This design comes from an exercise in tuning for small area and a short achievable clock period on the open sky130 flow, not from production work. Only simulation tests tie the RTL to the original design; equivalence was not proved.

Setup of old:
// ecc80_codec
module ecc80_codec (
    input  wire        clk,
    input  wire        rst,
    input  wire        enc_valid_i,
    input  wire [63:0] enc_data_i,
    output reg         enc_valid_o,
    output reg  [15:0] enc_check_o,
    input  wire        dec_valid_i,
    input  wire [79:0] dec_cw_i,
    output reg         dec_valid_o,
    output reg  [63:0] dec_data_o,
    output reg  [15:0] dec_check_o,
    output reg  [1:0]  dec_err_o
);
    wire [239:0] ex;
    assign ex[0] = enc_data_i[11] ^ enc_data_i[57];
    assign ex[1] = enc_data_i[49] ^ ex[0];
    assign ex[2] = enc_data_i[1] ^ enc_data_i[10];
    assign ex[3] = enc_data_i[4] ^ enc_data_i[9];
    assign ex[4] = enc_data_i[6] ^ enc_data_i[19];
    assign ex[5] = enc_data_i[12] ^ enc_data_i[45];
    assign ex[6] = enc_data_i[29] ^ enc_data_i[43];
    assign ex[7] = enc_data_i[2] ^ enc_data_i[13];
    assign ex[8] = enc_data_i[21] ^ enc_data_i[22];
    assign ex[9] = enc_data_i[30] ^ enc_data_i[44];
    assign ex[10] = enc_data_i[31] ^ enc_data_i[47];
    assign ex[11] = enc_data_i[23] ^ enc_data_i[24];
    assign ex[12] = enc_data_i[25] ^ enc_data_i[46];
    assign ex[13] = enc_data_i[26] ^ enc_data_i[32];
    assign ex[14] = enc_data_i[27] ^ enc_data_i[48];
    assign ex[15] = enc_data_i[38] ^ enc_data_i[63];
    assign ex[16] = enc_data_i[5] ^ enc_data_i[18];
    assign ex[17] = enc_data_i[50] ^ enc_data_i[53];
    assign ex[18] = enc_data_i[0] ^ enc_data_i[17];
    assign ex[19] = enc_data_i[28] ^ enc_data_i[59];
    assign ex[20] = enc_data_i[20] ^ ex[2];
    assign ex[21] = enc_data_i[52] ^ ex[6];
    assign ex[22] = enc_data_i[58] ^ ex[5];
    assign ex[23] = enc_data_i[61] ^ ex[4];
    assign ex[24] = ex[3] ^ ex[18];
    assign ex[25] = enc_data_i[39] ^ ex[8];
    assign ex[26] = enc_data_i[54] ^ ex[10];
    assign ex[27] = enc_data_i[60] ^ ex[7];
    assign ex[28] = enc_data_i[40] ^ ex[11];
    assign ex[29] = enc_data_i[41] ^ ex[12];
    assign ex[30] = enc_data_i[51] ^ ex[1];
    assign ex[31] = enc_data_i[3] ^ enc_data_i[14];
    assign ex[32] = enc_data_i[7] ^ enc_data_i[62];
    assign ex[33] = enc_data_i[16] ^ enc_data_i[42];
    assign ex[34] = enc_data_i[34] ^ ex[19];
    assign ex[35] = ex[9] ^ ex[16];
  ...
For scale: roughly 300 flip-flops, roughly 250 I/O pins.
Settings: LEC_CHECK=0, ABC_AREA=1, CAP_MARGIN=20, CORE_MARGIN=2, CORE_UTILIZATION=55, PLACE_DENSITY=0.7, SLEW_MARGIN=70; clock period 22.0 ns.
run.sh (not shown) runs the stock make flow with config.mk's settings and CLKGATE_MAP_FILE= SYNTH_SCRIPT=/design/flow/synth_recipe.tcl, a recipe that flattens the netlist after the stock synthesis.
The flow did not stop early for old: all stages ran, and the layout cleared the timing, design-rule and antenna checks.
diff inputs: old => new
==> flow/flow/run.sh (new file) <==
#!/bin/bash
# The standard layout (the standard.sh on the ORFS finish target), with one
# change: the buffers that buffer_ports puts on every input and output port are
# sky130_fd_sc_hd__buf_1 instead of the cell OpenROAD picks by default.
# The whole make output goes to standard.log in the work folder; ORFS also
# keeps each step's own log under orfs/logs/.
set -euo pipefail
cd "$(dirname "$0")/.."
bash standard.sh "BUFFER_PORTS_ARGS=-buffer_cell sky130_fd_sc_hd__buf_1" finish > standard.log 2>&1
==> flow/standard.sh (new file) <==
#!/bin/bash
# synth_recipe.tcl (not shown) runs the flow's synth.tcl, then flattens the netlist and writes it again
# the make line also repeats each setting of config.mk as NAME=value (left out here)
make -C /OpenROAD-flow-scripts/flow DESIGN_CONFIG=/design/flow/config.mk WORK_HOME=/design/flow/orfs CLKGATE_MAP_FILE= SYNTH_SCRIPT=/design/flow/synth_recipe.tcl "${@:-finish}"
removed: flow/run.sh
Findings:
- new against old: post-route non-filler standard cell count shows no meaningful change, cell area shows a reduction of 1500 um2.
- Final number of hold-violating endpoints came out exactly the same in new and old.
- Area enclosed by the die boundary: old vs new identical
- Compared new vs old, and worst setup timing slack at the placement stage is up in new.

========
Setup of main:
Another version of the RTL of ecc80_codec (not shown whole).
Size: roughly 2000 cells after synthesis, roughly 250 I/O pins, ~19000 um^2 of cells after synthesis.
export LEC_CHECK = 0
export CAP_MARGIN = 20
export CORE_MARGIN = 2
export CORE_UTILIZATION = 55
export PLACE_DENSITY = 0.7
export SLEW_MARGIN = 20
create_clock -name core_clock -period 22.0 [get_ports {clk}]
standard.sh (not shown) runs the stock make flow with config.mk's settings and CLKGATE_MAP_FILE= SYNTH_SCRIPT=/design/flow/synth_recipe.tcl, a recipe that flattens the netlist after the stock synthesis.
==> flow/flow/run.sh <==
#!/bin/bash
# The standard layout (the standard.sh on the ORFS finish target), with one
# change: the buffers that buffer_ports puts on every input and output port are
# sky130_fd_sc_hd__buf_1 instead of the cell OpenROAD picks by default.
# The whole make output goes to standard.log in the work folder; ORFS also
# keeps each step's own log under orfs/logs/.
set -euo pipefail
cd "$(dirname "$0")/.."
bash standard.sh "BUFFER_PORTS_ARGS=-buffer_cell sky130_fd_sc_hd__buf_1" finish > standard.log 2>&1
main completed; timing, DRC and antenna clean
## Diff of input files: the feature branch against main
- SLEW_MARGIN now 70, was 20
==> flow/flow/run.sh <==
#!/bin/bash
# The standard layout (the standard.sh), with four changes:
#  - synthesis maps the logic with flow/abc_map.script (an area-oriented ABC
#    mapping: dch, map -a, then ABC's own buffering and sizing) in place of
#    ORFS's abc_speed.script. It runs on a copy of ORFS's scripts folder in
#    which only abc_speed.script is replaced; flip-flops are mapped before ABC
#    runs, so the registers are exactly those of the standard synthesis;
#  - synthesis runs without Yosys's extract_fa (ADDER_MAP_FILE empty), so the
#    parity and GF(2^7) logic is not cut into half-adder cells before ABC;
#  - clock tree synthesis runs without dummy loads (-dont_use_dummy_load);
#  - the buffers that buffer_ports puts on every input and output port are
#    sky130_fd_sc_hd__buf_1 instead of the cell OpenROAD picks by default.
# Each make call's whole output goes to its own log in the work folder
# (synth.log, standard.log); ORFS also keeps each step's log under orfs/logs/.
set -euo pipefail
cd "$(dirname "$0")/.."
rm -rf synth_scripts
cp -r "$FLOW_HOME/scripts" synth_scripts
cp flow/abc_map.script synth_scripts/abc_speed.script
bash standard.sh "ADDER_MAP_FILE=" "SCRIPTS_DIR=$PWD/synth_scripts" synth > synth.log 2>&1
bash standard.sh "ADDER_MAP_FILE=" "BUFFER_PORTS_ARGS=-buffer_cell sky130_fd_sc_hd__buf_1" \
    "CTS_ARGS=-sink_clustering_enable -repair_clock_nets -dont_use_dummy_load" finish > standard.log 2>&1
==> flow/flow/abc_map.script (new file) <==
strash
dch
map -a
topo
stime -c
buffer -c
upsize -c
dnsize -c
--- outcome ---
The feature branch improves on main in routed wire length. Per the comparison of the feature branch with main, worst setup slack climbed 0.24 ns; final area fell by 1400 um^2. Relative to main, portion of the clock cycle consumed by the worst path in the final layout has gone down in the feature branch. Against main, the feature branch comes in 1 lower on total number of cells along the worst setup path. Between main and the feature branch, the flow reports area of the mapped netlist decreasing by a little under 10%.

[re-timing with driven ports]
The results above use ideal ports. As a check the final layouts listed here were re-extracted and re-timed, cells and wires unchanged.
Step 1 sets driving cells, clkbuf_16 on the clock port and buf_2 on the other inputs (assumed; they add their load-dependent delay and slew).
Step 2 adds t to the input delays and takes it off the output delays; t is the mean of the earliest and latest rising clock arrival at the registers after step 1. Input paths then give back, and output paths get back, about the clock's delay inside the block.
a / b / c = no drivers / after step 1 / after step 2; a / b = the first two.
| run | shift t [ns] | slack for setup (ns) | hold WS [ns] | worst data-port slew with drivers (ns) | cell pins on the clock port's net |
|---|---|---|---|---|---|
| old | 0.607 | 15.375 / 15.400 / 14.793 | 0.313 / 0.313 / 0.313 | 0.10 | 1 |
| new | 0.591 | 15.779 / 15.806 / 15.215 | 0.309 / 0.309 / 0.309 | 0.09 | 1 |
| main | 0.581 | 16.027 / 16.047 / 15.477 | 0.325 / 0.325 / 0.325 | 0.07 | 1 |
| the feature branch | 0.525 | 16.266 / 16.285 / 15.760 | 0.286 / 0.286 / 0.286 | 0.09 | 1 |
After both steps setup and hold are still met in every run listed. The setup slack of old, which loses most, moves by +0.025 ns with the drivers and by -0.582 ns with both steps.
